From an optimization exercise on the open Yosys and OpenROAD flow, aimed at small area and a short achievable clock period; shortcuts taken in it are not production practice.
Function was checked by simulation only, so behaviour that the tests miss may differ from the original.

## crc_units
module crc_units (
    input  wire        clk,
    input  wire        rst_n,
    input  wire        req_valid,
    input  wire        req_write,
    input  wire [15:0] req_addr,     
    input  wire [1:0]  req_size,     
    input  wire [31:0] req_wdata,
    output reg         rsp_valid,
    output reg         rsp_err,
    output reg  [31:0] rsp_rdata
);
For scale: ~88 I/O pins, about 45,000 um^2 of cells after synthesis.
==> module crc_read, before the edit <==
module crc_read (
    input  wire [3:0]  idx,       
    input  wire [31:0] wdata,
    input  wire        en,        
    input  wire        refin,     
    input  wire        refout,
    input  wire [4:0]  wm1,
    input  wire [31:0] poly,
    input  wire [31:0] init,
    input  wire [31:0] xorout,
    input  wire [31:0] val,
    input  wire [31:0] mask,      
    output reg  [31:0] rd,
    output wire [31:0] x_d        
);
    wire [4:0]  sh    = ~wm1;                   
    wire [31:0] c_top = val << sh;
    reg  [31:0] refl;
    integer k;
    always @* begin
        for (k = 0; k < 32; k = k + 1)
            refl[k] = c_top[31 - k];
    end
    wire [31:0] res = ((refout ? refl : val) ^ xorout) & mask;
    reg [31:0] m;
    integer i0, t;
    always @* begin
        for (i0 = 0; i0 < 4; i0 = i0 + 1)
            for (t = 0; t < 8; t = t + 1)
                m[8*i0 + t] = refin ? wdata[8*i0 + t] : wdata[8*i0 + 7 - t];
    end
    wire is_data = (idx == 4'd7) || (idx == 4'd8) || (idx == 4'd9);
    assign x_d = is_data ? refl ^ m : ((idx == 4'd6) ? init : wdata) & mask;
    always @* begin
        case (idx)
            4'd0:    rd = {en, refin, refout, 24'd0, wm1};
            4'd1:    rd = poly & mask;
            4'd2:    rd = init & mask;
            4'd3:    rd = xorout & mask;
            4'd4:    rd = val & mask;
            4'd5:    rd = res;
            default: rd = 32'd0;    
        endcase
    end
endmodule
==> module crc_units, before the edit <==
module crc_units (
    input  wire        clk,
    input  wire        rst_n,
    input  wire        req_valid,
    input  wire        req_write,
    input  wire [15:0] req_addr,     
    input  wire [1:0]  req_size,     
    input  wire [31:0] req_wdata,
    output reg         rsp_valid,
    output reg         rsp_err,
    output reg  [31:0] rsp_rdata
);
    reg        cfg_en    [0:3];
    reg        cfg_refin [0:3];
    reg        cfg_refout[0:3];
    reg [4:0]  cfg_wm1   [0:3];
    reg [31:0] poly      [0:3];
    reg [31:0] init      [0:3];
    reg [31:0] xorout    [0:3];
    reg [31:0] val       [0:3];
    reg        p_v;
    reg        p_dat;    
    reg [1:0]  p_u;
    reg [1:0]  p_n;      
    reg [31:0] p_val;    
    reg [31:0] p_poly;
    reg [4:0]  p_wm1;
    reg [31:0] p_x;      
    wire [31:0] e_res;
    crc_engine u_engine (
        .crc_in (p_val),
        .x      (p_x),
        .poly   (p_poly),
        .wm1    (p_wm1),
        .nbytes (p_n),
        .crc_out(e_res)
    );
    wire [31:0] p_new = p_dat ? e_res : p_x;
    wire [1:0] u       = req_addr[7:6];
    wire [3:0] idx     = req_addr[5:2];
    wire       ok      = (req_addr[15:8] == 8'd0) && (idx <= 4'd9) &&
                         (req_size == 2'd2) && (req_addr[1:0] == 2'b00);
    wire       is_data = (idx == 4'd7) || (idx == 4'd8) || (idx == 4'd9);
    wire        s_en     = cfg_en[u];
    wire        s_refin  = cfg_refin[u];
    wire        s_refout = cfg_refout[u];
    wire [4:0]  s_wm1    = cfg_wm1[u];
    wire [31:0] s_poly   = poly[u];
    wire [31:0] s_init   = init[u];
    wire [31:0] s_xorout = xorout[u];
    wire        hit      = p_v && (p_u == u);
    wire [31:0] s_val    = hit ? p_new : val[u];         
    wire [31:0] mask_u [0:3];
    genvar gm;
    generate
        for (gm = 0; gm < 4; gm = gm + 1) begin : g_mask
            assign mask_u[gm] = 32'hFFFF_FFFF >> ~cfg_wm1[gm];
        end
    endgenerate
    wire [31:0] s_mask = mask_u[u];
    wire err = !ok || (req_write && is_data && !s_en);
    wire wen = req_valid && req_write && !err;
    wire [31:0] rd, x_d;
    crc_read u_read (
        .idx     (idx),
        .wdata   (req_wdata),
        .en      (s_en),
        .refin   (s_refin),
        .refout  (s_refout),
        .wm1     (s_wm1),
        .poly    (s_poly),
        .init    (s_init),
        .xorout  (s_xorout),
        .val     (s_val),
        .mask    (s_mask),
        .rd      (rd),
        .x_d     (x_d)
    );
    always @(posedge clk) begin
        rsp_valid <= rst_n && req_valid;
        rsp_err   <= err;
        rsp_rdata <= (req_write || !ok) ? 32'd0 : rd;
    end
    wire val_wr = (idx == 4'd4) || (idx == 4'd6 && req_wdata[0]);
    always @(posedge clk) begin
        p_v     <= rst_n && wen && (is_data || val_wr);
        p_dat   <= is_data;
        p_u     <= u;
        p_n     <= idx[1:0] + 2'd1;     
        p_val   <= s_val;
        p_poly  <= s_poly;
        p_wm1   <= s_wm1;
        p_x     <= x_d;
    end
    wire        rst    = !rst_n;
    wire [31:0] mw     = req_wdata & s_mask;
    wire [31:0] d_poly = rst ? 32'h04C1_1DB7 : mw;
    wire [31:0] d_ones = rst ? 32'hFFFF_FFFF : mw;
    wire [31:0] d_val  = rst ? 32'hFFFF_FFFF : p_new;
    wire [7:0]  d_cfg  = rst ? 8'b0111_1111 :    
                         {req_wdata[31:29], req_wdata[4:0]};
    genvar g;
    generate
        for (g = 0; g < 4; g = g + 1) begin : g_unit
            wire sel = wen && (u == g);
            always @(posedge clk) begin
                if (rst || (sel && idx == 4'd0))
                    {cfg_en[g], cfg_refin[g], cfg_refout[g], cfg_wm1[g]} <= d_cfg;
                if (rst || (sel && idx == 4'd1)) poly[g]   <= d_poly;
                if (rst || (sel && idx == 4'd2)) init[g]   <= d_ones;
                if (rst || (sel && idx == 4'd3)) xorout[g] <= d_ones;
                if (rst || (p_v && p_u == g))    val[g]    <= d_val;
            end
        end
    endgenerate
endmodule
export LEC_CHECK = 0
export CAP_MARGIN = 20
export CORE_MARGIN = 2
export CORE_UTILIZATION = 40
export PLACE_DENSITY = 0.6
export SLEW_MARGIN = 20
export SYNTH_HIERARCHICAL = 1
create_clock -name core_clock -period 70.0 [get_ports {clk}]
standard.sh (not shown) runs the stock make flow with config.mk's settings and CLKGATE_MAP_FILE= SYNTH_SCRIPT=/design/flow/synth_recipe.tcl, a recipe that flattens the netlist after the stock synthesis.
==> flow/flow/run.sh <==
#!/bin/bash
# Standard ORFS layout (the standard.sh, standard synthesis), with
# timing repair aimed at a setup slack margin so that the resizer works on
# the achieved period (the SDC is unchanged), and ports buffered with
# buf_2 instead of the default buffer cell.
set -euo pipefail
MARGIN=$(cat flow/margin.txt)
bash standard.sh SETUP_SLACK_MARGIN=$MARGIN \
    "BUFFER_PORTS_ARGS=-buffer_cell sky130_fd_sc_hd__buf_2" finish > flow_make.log 2>&1
==> flow/flow/margin.txt <==
53.5
==> next run, changes <==
--- a/flow/design.v
+++ b/flow/design.v
@@ -2279,9 +2279,10 @@
     input  wire [31:0] xorout,
     input  wire [31:0] val,
-    input  wire [31:0] mask,      
+    output wire [31:0] mask,      
     output reg  [31:0] rd,
     output wire [31:0] x_d        
 );
     wire [4:0]  sh    = ~wm1;                   
+    assign      mask  = 32'hFFFF_FFFF >> sh;
     wire [31:0] c_top = val << sh;
     reg  [31:0] refl;
@@ -2365,12 +2366,5 @@
     wire        hit      = p_v && (p_u == u);
     wire [31:0] s_val    = hit ? p_new : val[u];         
-    wire [31:0] mask_u [0:3];
-    genvar gm;
-    generate
-        for (gm = 0; gm < 4; gm = gm + 1) begin : g_mask
-            assign mask_u[gm] = 32'hFFFF_FFFF >> ~cfg_wm1[gm];
-        end
-    endgenerate
-    wire [31:0] s_mask = mask_u[u];
+    wire [31:0] s_mask;
     wire err = !ok || (req_write && is_data && !s_en);
     wire wen = req_valid && req_write && !err;
Effect:
- global-route usage is higher by 1.0 points
- cell count is higher by 0.85%
- routed wire length climbs by 4.7%
- clock-buffer cell count shrinks by 2
- final area grows by 1.0%
- clock skew decreases by 6.9 ps
- fmax is about the same
- die area hardly moves
- worst setup slack improved by 33 ps

Another version of the RTL of crc_units (not shown whole).
Size: roughly 4700 cells after synthesis, about 690 flip-flops, ~88 I/O pins, about 47000 sq um of cells after synthesis.
clock: 70.0 ns
lec_check: 0
cap_margin: 20
core_margin: 2
core_utilization: 40
place_density: 0.6
slew_margin: 20
synth_hierarchical: 1
==> flow/flow/run.sh <==
#!/bin/bash
# Standard ORFS layout, with timing repair aimed at a setup slack margin so
# that the resizer works on the achieved period (the SDC is unchanged).
set -euo pipefail
MARGIN=$(cat flow/margin.txt)
bash standard.sh SETUP_SLACK_MARGIN=$MARGIN finish > flow_make.log 2>&1
==> flow/flow/margin.txt <==
54
The starting point completed without violations.
Change:
--- a/flow/design.v
+++ b/flow/design.v
@@ -1,50 +1,38 @@
 module crc_ax2 (input wire a0, input wire b0, input wire a1, input wire b1, output wire y);
     assign y = (a0 & b0) ^ (a1 & b1);
 endmodule
 module crc_a2 (input wire a, input wire b, output wire y);
     assign y = a & b;
 endmodule
 module crc_x2 (input wire a, input wire b, output wire y);
     assign y = a ^ b;
 endmodule
 module crc_engine (
     input  wire [31:0] crc_in,    
+    input  wire [31:0] x,         
     input  wire [31:0] poly,      
     input  wire [4:0]  wm1,       
-    input  wire [31:0] data,
     input  wire [1:0]  nbytes,    
-    input  wire        refin,
     output wire [31:0] crc_out
 );
     wire [4:0]  sh    = ~wm1;                  
     wire [31:0] mask  = 32'hFFFF_FFFF >> sh;
-    wire [31:0] c_top = crc_in << sh;
     wire [31:0] p_top = poly << sh;
-    reg [31:0] m;
-    integer i0, t;
-    always @* begin
-        for (i0 = 0; i0 < 4; i0 = i0 + 1)
-            for (t = 0; t < 8; t = t + 1)
-                m[8*i0 + t] = refin ? data[8*i0 + t] : data[8*i0 + 7 - t];
-    end
-    wire [31:0] a, x;
+    wire [31:0] a;
     assign a[0] = 1'b1;
     genvar gi;
     generate
-        for (gi = 0; gi < 32; gi = gi + 1) begin : g_ax
-            if (gi > 0) begin : g_an
-                assign a[gi] = p_top[32 - gi];
-            end
-            assign x[gi] = c_top[31 - gi] ^ m[gi];
+        for (gi = 1; gi < 32; gi = gi + 1) begin : g_a
+            assign a[gi] = p_top[32 - gi];
         end
     endgenerate
     wire [15:0] b, f0, y1, f1;
     wire [31:0] pr;
     assign b[0] = 1'b1;
     wire [31:0] fb = {f1, f0};
     reg [31:0] q, cs;
     integer i5;
     always @* begin
         q  = 32'd0;
         cs = 32'd0;
         case (nbytes)
@@ -2350,40 +2338,38 @@
     reg        cfg_en    [0:3];
     reg        cfg_refin [0:3];
     reg        cfg_refout[0:3];
     reg [4:0]  cfg_wm1   [0:3];
     reg [31:0] poly      [0:3];
     reg [31:0] init      [0:3];
     reg [31:0] xorout    [0:3];
     reg [31:0] val       [0:3];
     reg        p_v;
     reg        p_dat;    
     reg [1:0]  p_u;
     reg [1:0]  p_n;      
-    reg [31:0] p_d;      
     reg [31:0] p_val;    
     reg [31:0] p_poly;
     reg [4:0]  p_wm1;
-    reg        p_refin;
+    reg [31:0] p_x;      
     wire [31:0] e_res;
     crc_engine u_engine (
         .crc_in (p_val),
+        .x      (p_x),
         .poly   (p_poly),
         .wm1    (p_wm1),
-        .data   (p_d),
         .nbytes (p_n),
-        .refin  (p_refin),
         .crc_out(e_res)
     );
-    wire [31:0] p_new = p_dat ? e_res : p_d;
+    wire [31:0] p_new = p_dat ? e_res : p_x;
     wire [1:0] u       = req_addr[7:6];
     wire [3:0] idx     = req_addr[5:2];
     wire       ok      = (req_addr[15:8] == 8'd0) && (idx <= 4'd9) &&
                          (req_size == 2'd2) && (req_addr[1:0] == 2'b00);
     wire       is_data = (idx == 4'd7) || (idx == 4'd8) || (idx == 4'd9);
     wire        s_en     = cfg_en[u];
     wire        s_refin  = cfg_refin[u];
     wire        s_refout = cfg_refout[u];
     wire [4:0]  s_wm1    = cfg_wm1[u];
     wire [31:0] s_poly   = poly[u];
     wire [31:0] s_init   = init[u];
     wire [31:0] s_xorout = xorout[u];
@@ -2392,52 +2378,58 @@
     wire [4:0]  s_sh   = ~s_wm1;
     wire [31:0] s_mask = 32'hFFFF_FFFF >> s_sh;
     wire err = !ok || (req_write && is_data && !s_en);
     wire wen = req_valid && req_write && !err;
     wire [31:0] c_top = s_val << s_sh;
     reg  [31:0] refl;
     integer k;
     always @* begin
         for (k = 0; k < 32; k = k + 1)
             refl[k] = c_top[31 - k];
     end
     wire [31:0] res = ((s_refout ? refl : s_val) ^ s_xorout) & s_mask;
+    reg [31:0] m;
+    integer i0, t;
+    always @* begin
+        for (i0 = 0; i0 < 4; i0 = i0 + 1)
+            for (t = 0; t < 8; t = t + 1)
+                m[8*i0 + t] = s_refin ? req_wdata[8*i0 + t] : req_wdata[8*i0 + 7 - t];
+    end
     reg [31:0] rd;
     always @* begin
         case (idx)
             4'd0:    rd = {s_en, s_refin, s_refout, 24'd0, s_wm1};
             4'd1:    rd = s_poly & s_mask;
             4'd2:    rd = s_init & s_mask;
             4'd3:    rd = s_xorout & s_mask;
             4'd4:    rd = s_val & s_mask;
             4'd5:    rd = res;
             default: rd = 32'd0;    
         endcase
     end
     always @(posedge clk) begin
         rsp_valid <= rst_n && req_valid;
         rsp_err   <= err;
         rsp_rdata <= (req_write || !ok) ? 32'd0 : rd;
     end
     wire val_wr = (idx == 4'd4) || (idx == 4'd6 && req_wdata[0]);
     always @(posedge clk) begin
         p_v     <= rst_n && wen && (is_data || val_wr);
         p_dat   <= is_data;
         p_u     <= u;
         p_n     <= idx[1:0] + 2'd1;     
-        p_d     <= is_data ? req_wdata : ((idx == 4'd6) ? s_init : req_wdata) & s_mask;
         p_val   <= s_val;
         p_poly  <= s_poly;
         p_wm1   <= s_wm1;
-        p_refin <= s_refin;
+        p_x     <= is_data ? refl ^ m : ((idx == 4'd6) ? s_init : req_wdata) & s_mask;
     end
     wire        rst    = !rst_n;
     wire [31:0] mw     = req_wdata & s_mask;
     wire [31:0] d_poly = rst ? 32'h04C1_1DB7 : mw;
     wire [31:0] d_ones = rst ? 32'hFFFF_FFFF : mw;
     wire [31:0] d_val  = rst ? 32'hFFFF_FFFF : p_new;
     wire [7:0]  d_cfg  = rst ? 8'b0111_1111 :    
                          {req_wdata[31:29], req_wdata[4:0]};
     genvar g;
     generate
         for (g = 0; g < 4; g = g + 1) begin : g_unit
             wire sel = wen && (u == g);
The changed run finished with timing, DRC and antenna clean.
Register-to-register slack gets worse by 0.20 ns.
Wire length rose by about 5%.
Die area fell by 1.8%.
Worst hold slack gets worse by 0.035 ns.

separate check: timing with driven ports:
No port has a modelled driver above. Below, the same layouts with a new extraction and two added sets of constraints. Step 1, drivers: a clkbuf_16 drives clk and a buf_2 each remaining input, both assumed. Step 2 moves the port delays by t, midway between the first and last clock arrival at a register: inputs arrive t later, outputs are due t later. That takes back most of the time a late clock gives input paths. Three values: ideal ports, drivers, drivers and shift; two values: the first two.
run	t, ns	setup WS [ns]	hold WS [ns]	worst setup path after step 2	latest minus earliest clock arrival (ns)
the first run of note 1	0.678	53.471 / 53.314 / 52.636	0.608 / 0.608 / 0.608	input to register	0.040 / 0.040
the second run of note 1	0.678	53.503 / 53.274 / 52.595	0.611 / 0.611 / 0.611	input to register	0.032 / 0.033
the first run of note 2	0.692	53.510 / 53.291 / 52.600	0.636 / 0.636 / 0.636	input to register	0.047 / 0.047
the second run of note 2	0.712	53.599 / 53.378 / 52.666	0.601 / 0.601 / 0.601	input to register	0.039 / 0.039
After both steps setup and hold are still met in every run listed. For the second run of note 2, which loses most, drivers alone change the setup slack by -0.221 ns; drivers and shift together by -0.933 ns.
